This is an optimization exercise on Yosys and OpenROAD, whose aim is small area, a short achievable clock period and few clock cycles per item, not a production implementation. In this exercise RTL edits were held to simulation tests only and were not proved equivalent to the original. Power and IR drop assume default switching activity.

==> run D <==
// pixconv
module pixconv (
    input  wire        clk,
    input  wire        rst,
    input  wire        cfg_we,
    input  wire [3:0]  cfg_addr,
    input  wire [25:0] cfg_wdata,
    input  wire        in_valid,
    output wire        in_ready,
    input  wire        in_sof,
    input  wire        in_eol,
    input  wire [11:0] in_c0,
    input  wire [11:0] in_c1,
    input  wire [11:0] in_c2,
    output reg         out_valid,
    output reg  [11:0] out_c0,
    output reg  [11:0] out_c1,
    output reg  [11:0] out_c2,
    output wire [31:0] sig
);
==> flow/config.mk <==
export PLATFORM = sky130hd
export DESIGN_NAME = pixconv
export DESIGN_NICKNAME = pixconv
export VERILOG_FILES = /design/flow/design.v
export SDC_FILE = /design/flow/constraint.sdc
export NUM_CORES = 4
export LEC_CHECK = 0
export CAP_MARGIN = 50
export CORE_MARGIN = 2
export CORE_UTILIZATION = 40
export PLACE_DENSITY = 0.6
export SLEW_MARGIN = 70
export SYNTH_HIERARCHICAL = 1
export SYNTH_MINIMUM_KEEP_SIZE = 0
==> flow/constraint.sdc <==
create_clock -name core_clock -period 18.0 [get_ports {clk}]
set_input_delay 3.6000 -clock core_clock [delete_from_list [all_inputs] [get_ports {clk}]]
set_output_delay 3.6000 -clock core_clock [all_outputs]
set_load 0.01 [all_outputs]
standard.sh (not shown) runs the stock make flow with config.mk's settings and CLKGATE_MAP_FILE= SYNTH_SCRIPT=/design/flow/synth_recipe.tcl, a recipe that flattens the netlist after the stock synthesis.
==> flow/flow/run.sh <==
#!/bin/bash
# The standard layout (the standard.sh: ORFS synthesis to final layout,
# unchanged), with one change: the port buffers that ORFS's buffer_ports
# inserts on every input and output are sky130_fd_sc_hd__buf_4 instead of
# the slow delay buffer it picks by default.  The make output goes to
# flow_own.log in the work folder; ORFS keeps each step's log under orfs/logs.
set -euo pipefail
W=$(pwd)
cp config.mk config_own.mk
echo 'export BUFFER_PORTS_ARGS = -buffer_cell sky130_fd_sc_hd__buf_4' >> config_own.mk
sed "s#DESIGN_CONFIG=[^ ]*#DESIGN_CONFIG=$W/config_own.mk#" standard.sh > standard_own.sh
grep -q "DESIGN_CONFIG=$W/config_own.mk" standard_own.sh
bash standard_own.sh > flow_own.log 2>&1
==> run P (differences from run D) <==
--- a/flow/design.v
+++ b/flow/design.v
@@ -19,18 +19,10 @@
 );
     reg [17:0] m00, m01, m02, m10, m11, m12, m20, m21, m22;
     reg [25:0] o0, o1, o2;
     reg        bypass;
     reg [1:0]  depth;
-    reg        w_we;
-    reg [3:0]  w_addr;
-    reg [25:0] w_data;
-    always @(posedge clk) begin
-        w_we   <= cfg_we & ~rst;
-        w_addr <= cfg_addr;
-        w_data <= cfg_wdata;
-    end
     always @(posedge clk) begin
         if (rst)
             depth <= 2'd0;
         else if (cfg_we && cfg_addr == 4'd12)
             depth <= cfg_wdata[2:1];
@@ -40,25 +32,25 @@
             m00 <= 18'd0; m01 <= 18'd0; m02 <= 18'd0;
             m10 <= 18'd0; m11 <= 18'd0; m12 <= 18'd0;
             m20 <= 18'd0; m21 <= 18'd0; m22 <= 18'd0;
             o0 <= 26'd0; o1 <= 26'd0; o2 <= 26'd0;
             bypass <= 1'b1;
-        end else if (w_we) begin
-            case (w_addr)
-                4'd0:  m00 <= w_data[17:0];
-                4'd1:  m01 <= w_data[17:0];
-                4'd2:  m02 <= w_data[17:0];
-                4'd3:  m10 <= w_data[17:0];
-                4'd4:  m11 <= w_data[17:0];
-                4'd5:  m12 <= w_data[17:0];
-                4'd6:  m20 <= w_data[17:0];
-                4'd7:  m21 <= w_data[17:0];
-                4'd8:  m22 <= w_data[17:0];
-                4'd9:  o0  <= w_data;
-                4'd10: o1  <= w_data;
-                4'd11: o2  <= w_data;
-                4'd12: bypass <= w_data[0];
+        end else if (cfg_we) begin
+            case (cfg_addr)
+                4'd0:  m00 <= cfg_wdata[17:0];
+                4'd1:  m01 <= cfg_wdata[17:0];
+                4'd2:  m02 <= cfg_wdata[17:0];
+                4'd3:  m10 <= cfg_wdata[17:0];
+                4'd4:  m11 <= cfg_wdata[17:0];
+                4'd5:  m12 <= cfg_wdata[17:0];
+                4'd6:  m20 <= cfg_wdata[17:0];
+                4'd7:  m21 <= cfg_wdata[17:0];
+                4'd8:  m22 <= cfg_wdata[17:0];
+                4'd9:  o0  <= cfg_wdata;
+                4'd10: o1  <= cfg_wdata;
+                4'd11: o2  <= cfg_wdata;
+                4'd12: bypass <= cfg_wdata[0];
                 default: ;
             endcase
         end
     end
     wire [17:0] me00 = m00, me01 = m01, me02 = m02;
@@ -4127,11 +4119,12 @@
         s2_sof   <= s1_sof;
         r0 <= red0;
         r1 <= red1;
         r2 <= red2;
     end
-    reg [31:0] crc;
+    reg  [31:0] sig_r;
+    wire [31:0] crc = ~sig_r;
     wire [47:0] cd = {4'd0, r2, 4'd0, r1, 4'd0, r0};
     wire [31:0] crc_next;
     assign crc_next[0] = (s2_sof ? 1'b1 : (crc[0] ^ crc[1] ^ crc[2] ^ crc[3] ^ crc[5] ^ crc[6] ^ crc[11] ^ crc[12] ^ crc[13] ^ crc[17] ^ crc[18] ^ crc[20] ^ crc[21] ^ crc[22] ^ crc[23] ^ crc[25] ^ crc[27] ^ crc[30] ^ crc[31])) ^ cd[0] ^ cd[1] ^ cd[2] ^ cd[3] ^ cd[5] ^ cd[6] ^ cd[11] ^ cd[17] ^ cd[18] ^ cd[20] ^ cd[21] ^ cd[22] ^ cd[23] ^ cd[25] ^ cd[27] ^ cd[32] ^ cd[36] ^ cd[39] ^ cd[40] ^ cd[41] ^ cd[42] ^ cd[43];
     assign crc_next[1] = (s2_sof ? 1'b0 : (crc[1] ^ crc[2] ^ crc[3] ^ crc[4] ^ crc[6] ^ crc[7] ^ crc[12] ^ crc[13] ^ crc[14] ^ crc[18] ^ crc[19] ^ crc[21] ^ crc[22] ^ crc[23] ^ crc[24] ^ crc[26] ^ crc[28] ^ crc[31])) ^ cd[1] ^ cd[2] ^ cd[3] ^ cd[4] ^ cd[6] ^ cd[7] ^ cd[18] ^ cd[19] ^ cd[21] ^ cd[22] ^ cd[23] ^ cd[24] ^ cd[26] ^ cd[32] ^ cd[33] ^ cd[37] ^ cd[40] ^ cd[41] ^ cd[42] ^ cd[43];
     assign crc_next[2] = (s2_sof ? 1'b1 : (crc[2] ^ crc[3] ^ crc[4] ^ crc[5] ^ crc[7] ^ crc[8] ^ crc[13] ^ crc[14] ^ crc[15] ^ crc[19] ^ crc[20] ^ crc[22] ^ crc[23] ^ crc[24] ^ crc[25] ^ crc[27] ^ crc[29])) ^ cd[2] ^ cd[3] ^ cd[4] ^ cd[5] ^ cd[7] ^ cd[8] ^ cd[19] ^ cd[20] ^ cd[22] ^ cd[23] ^ cd[24] ^ cd[25] ^ cd[27] ^ cd[32] ^ cd[33] ^ cd[34] ^ cd[38] ^ cd[41] ^ cd[42] ^ cd[43];
@@ -4162,21 +4155,19 @@
     assign crc_next[27] = (s2_sof ? 1'b1 : (crc[0] ^ crc[1] ^ crc[6] ^ crc[7] ^ crc[8] ^ crc[12] ^ crc[13] ^ crc[15] ^ crc[16] ^ crc[17] ^ crc[18] ^ crc[20] ^ crc[22] ^ crc[25] ^ crc[26] ^ crc[27] ^ crc[31])) ^ cd[0] ^ cd[1] ^ cd[6] ^ cd[7] ^ cd[8] ^ cd[16] ^ cd[17] ^ cd[18] ^ cd[20] ^ cd[22] ^ cd[25] ^ cd[26] ^ cd[27] ^ cd[34] ^ cd[35] ^ cd[36] ^ cd[37] ^ cd[38] ^ cd[39] ^ cd[43];
     assign crc_next[28] = (s2_sof ? 1'b0 : (crc[1] ^ crc[2] ^ crc[7] ^ crc[8] ^ crc[9] ^ crc[13] ^ crc[14] ^ crc[16] ^ crc[17] ^ crc[18] ^ crc[19] ^ crc[21] ^ crc[23] ^ crc[26] ^ crc[27] ^ crc[28])) ^ cd[1] ^ cd[2] ^ cd[7] ^ cd[8] ^ cd[9] ^ cd[16] ^ cd[17] ^ cd[18] ^ cd[19] ^ cd[21] ^ cd[23] ^ cd[26] ^ cd[27] ^ cd[32] ^ cd[35] ^ cd[36] ^ cd[37] ^ cd[38] ^ cd[39] ^ cd[40];
     assign crc_next[29] = (s2_sof ? 1'b1 : (crc[0] ^ crc[2] ^ crc[3] ^ crc[8] ^ crc[9] ^ crc[10] ^ crc[14] ^ crc[15] ^ crc[17] ^ crc[18] ^ crc[19] ^ crc[20] ^ crc[22] ^ crc[24] ^ crc[27] ^ crc[28] ^ crc[29])) ^ cd[0] ^ cd[2] ^ cd[3] ^ cd[8] ^ cd[9] ^ cd[10] ^ cd[17] ^ cd[18] ^ cd[19] ^ cd[20] ^ cd[22] ^ cd[24] ^ cd[27] ^ cd[33] ^ cd[36] ^ cd[37] ^ cd[38] ^ cd[39] ^ cd[40] ^ cd[41];
     assign crc_next[30] = (s2_sof ? 1'b0 : (crc[0] ^ crc[1] ^ crc[3] ^ crc[4] ^ crc[9] ^ crc[10] ^ crc[11] ^ crc[15] ^ crc[16] ^ crc[18] ^ crc[19] ^ crc[20] ^ crc[21] ^ crc[23] ^ crc[25] ^ crc[28] ^ crc[29] ^ crc[30])) ^ cd[0] ^ cd[1] ^ cd[3] ^ cd[4] ^ cd[9] ^ cd[10] ^ cd[11] ^ cd[16] ^ cd[18] ^ cd[19] ^ cd[20] ^ cd[21] ^ cd[23] ^ cd[25] ^ cd[34] ^ cd[37] ^ cd[38] ^ cd[39] ^ cd[40] ^ cd[41] ^ cd[42];
     assign crc_next[31] = (s2_sof ? 1'b1 : (crc[0] ^ crc[1] ^ crc[2] ^ crc[4] ^ crc[5] ^ crc[10] ^ crc[11] ^ crc[12] ^ crc[16] ^ crc[17] ^ crc[19] ^ crc[20] ^ crc[21] ^ crc[22] ^ crc[24] ^ crc[26] ^ crc[29] ^ crc[30] ^ crc[31])) ^ cd[0] ^ cd[1] ^ cd[2] ^ cd[4] ^ cd[5] ^ cd[10] ^ cd[11] ^ cd[16] ^ cd[17] ^ cd[19] ^ cd[20] ^ cd[21] ^ cd[22] ^ cd[24] ^ cd[26] ^ cd[35] ^ cd[38] ^ cd[39] ^ cd[40] ^ cd[41] ^ cd[42] ^ cd[43];
-    reg [31:0] sig_r;
     always @(posedge clk) begin
         if (rst) begin
             out_valid <= 1'b0;
-            crc       <= 32'hFFFFFFFF;
+            sig_r     <= 32'h00000000;
         end else begin
             out_valid <= s2_valid;
             if (s2_valid)
-                crc <= crc_next;
+                sig_r <= ~crc_next;
         end
-        sig_r  <= ~crc_next;
         out_c0 <= r0;
         out_c1 <= r1;
         out_c2 <= r2;
     end
     assign sig = sig_r;
Settings changed: CORE_UTILIZATION 40 to 55, PLACE_DENSITY 0.6 to 0.65.
==> run C (differences from run D) <==
--- a/flow/design.v
+++ b/flow/design.v
@@ -19,18 +19,10 @@
 );
     reg [17:0] m00, m01, m02, m10, m11, m12, m20, m21, m22;
     reg [25:0] o0, o1, o2;
     reg        bypass;
     reg [1:0]  depth;
-    reg        w_we;
-    reg [3:0]  w_addr;
-    reg [25:0] w_data;
-    always @(posedge clk) begin
-        w_we   <= cfg_we & ~rst;
-        w_addr <= cfg_addr;
-        w_data <= cfg_wdata;
-    end
     always @(posedge clk) begin
         if (rst)
             depth <= 2'd0;
         else if (cfg_we && cfg_addr == 4'd12)
             depth <= cfg_wdata[2:1];
@@ -40,25 +32,25 @@
             m00 <= 18'd0; m01 <= 18'd0; m02 <= 18'd0;
             m10 <= 18'd0; m11 <= 18'd0; m12 <= 18'd0;
             m20 <= 18'd0; m21 <= 18'd0; m22 <= 18'd0;
             o0 <= 26'd0; o1 <= 26'd0; o2 <= 26'd0;
             bypass <= 1'b1;
-        end else if (w_we) begin
-            case (w_addr)
-                4'd0:  m00 <= w_data[17:0];
-                4'd1:  m01 <= w_data[17:0];
-                4'd2:  m02 <= w_data[17:0];
-                4'd3:  m10 <= w_data[17:0];
-                4'd4:  m11 <= w_data[17:0];
-                4'd5:  m12 <= w_data[17:0];
-                4'd6:  m20 <= w_data[17:0];
-                4'd7:  m21 <= w_data[17:0];
-                4'd8:  m22 <= w_data[17:0];
-                4'd9:  o0  <= w_data;
-                4'd10: o1  <= w_data;
-                4'd11: o2  <= w_data;
-                4'd12: bypass <= w_data[0];
+        end else if (cfg_we) begin
+            case (cfg_addr)
+                4'd0:  m00 <= cfg_wdata[17:0];
+                4'd1:  m01 <= cfg_wdata[17:0];
+                4'd2:  m02 <= cfg_wdata[17:0];
+                4'd3:  m10 <= cfg_wdata[17:0];
+                4'd4:  m11 <= cfg_wdata[17:0];
+                4'd5:  m12 <= cfg_wdata[17:0];
+                4'd6:  m20 <= cfg_wdata[17:0];
+                4'd7:  m21 <= cfg_wdata[17:0];
+                4'd8:  m22 <= cfg_wdata[17:0];
+                4'd9:  o0  <= cfg_wdata;
+                4'd10: o1  <= cfg_wdata;
+                4'd11: o2  <= cfg_wdata;
+                4'd12: bypass <= cfg_wdata[0];
                 default: ;
             endcase
         end
     end
     wire [17:0] me00 = m00, me01 = m01, me02 = m02;
Settings changed: CTS_BUF_LIST from default to sky130_fd_sc_hd__clkbuf_8, CTS_CLUSTER_SIZE from default to 20.
==> notes <==
- Against run P, the clock skew of run C is higher by 0.028 ns.
- Against run P, the worst setup slack of run C is higher by 0.013 ns.
- Clock power: run P is lower than run C (about 4%).
- Clock-buffer cell count, lowest first: run P, run D, run C.
- Between run P and run C, the lower global-route usage is in run C (gap 10 points).
- The lowest first-iteration DRC count belongs to run C, the highest to run P.
- Total power: run C > run P > run D.
Testbench counts of run D, summed over its fixed seeds: cycles 10,155, items 10,123.
Testbench counts of run P, summed over its fixed seeds: cycles 10,155, items 10,123.
Testbench counts of run C, summed over its fixed seeds: cycles 10,155, items 10,123.

afterwards: timing with drivers on the ports:
In the flow no input, the clock included, has a driving cell. The finished layouts below were timed again as built, in two steps. Step 1, drivers: a clkbuf_16 drives clk and a buf_2 each remaining input, both assumed. Step 2 adds t to the input delays and takes it off the output delays; t is the mean of the earliest and latest rising clock arrival at the registers after step 1. Input paths then give back, and output paths get back, about the clock's delay inside the block. a / b / c = ideal ports / drivers / drivers and shift; a / b = the first two.
run	t, ns	setup WS [ns]	hold slack, ns	cell pins on the clock port's net
run D	0.827	12.954 / 12.954 / 12.721	0.334 / 0.334 / 0.334	1
run P	0.782	12.887 / 12.798 / 12.473	0.328 / 0.328 / 0.328	1
run C	1.008	12.900 / 12.862 / 12.611	0.329 / 0.329 / 0.329	1
After both steps every run listed still meets setup and hold. The setup slack of run P, which loses most, moves by -0.089 ns with the drivers and by -0.414 ns with both steps.
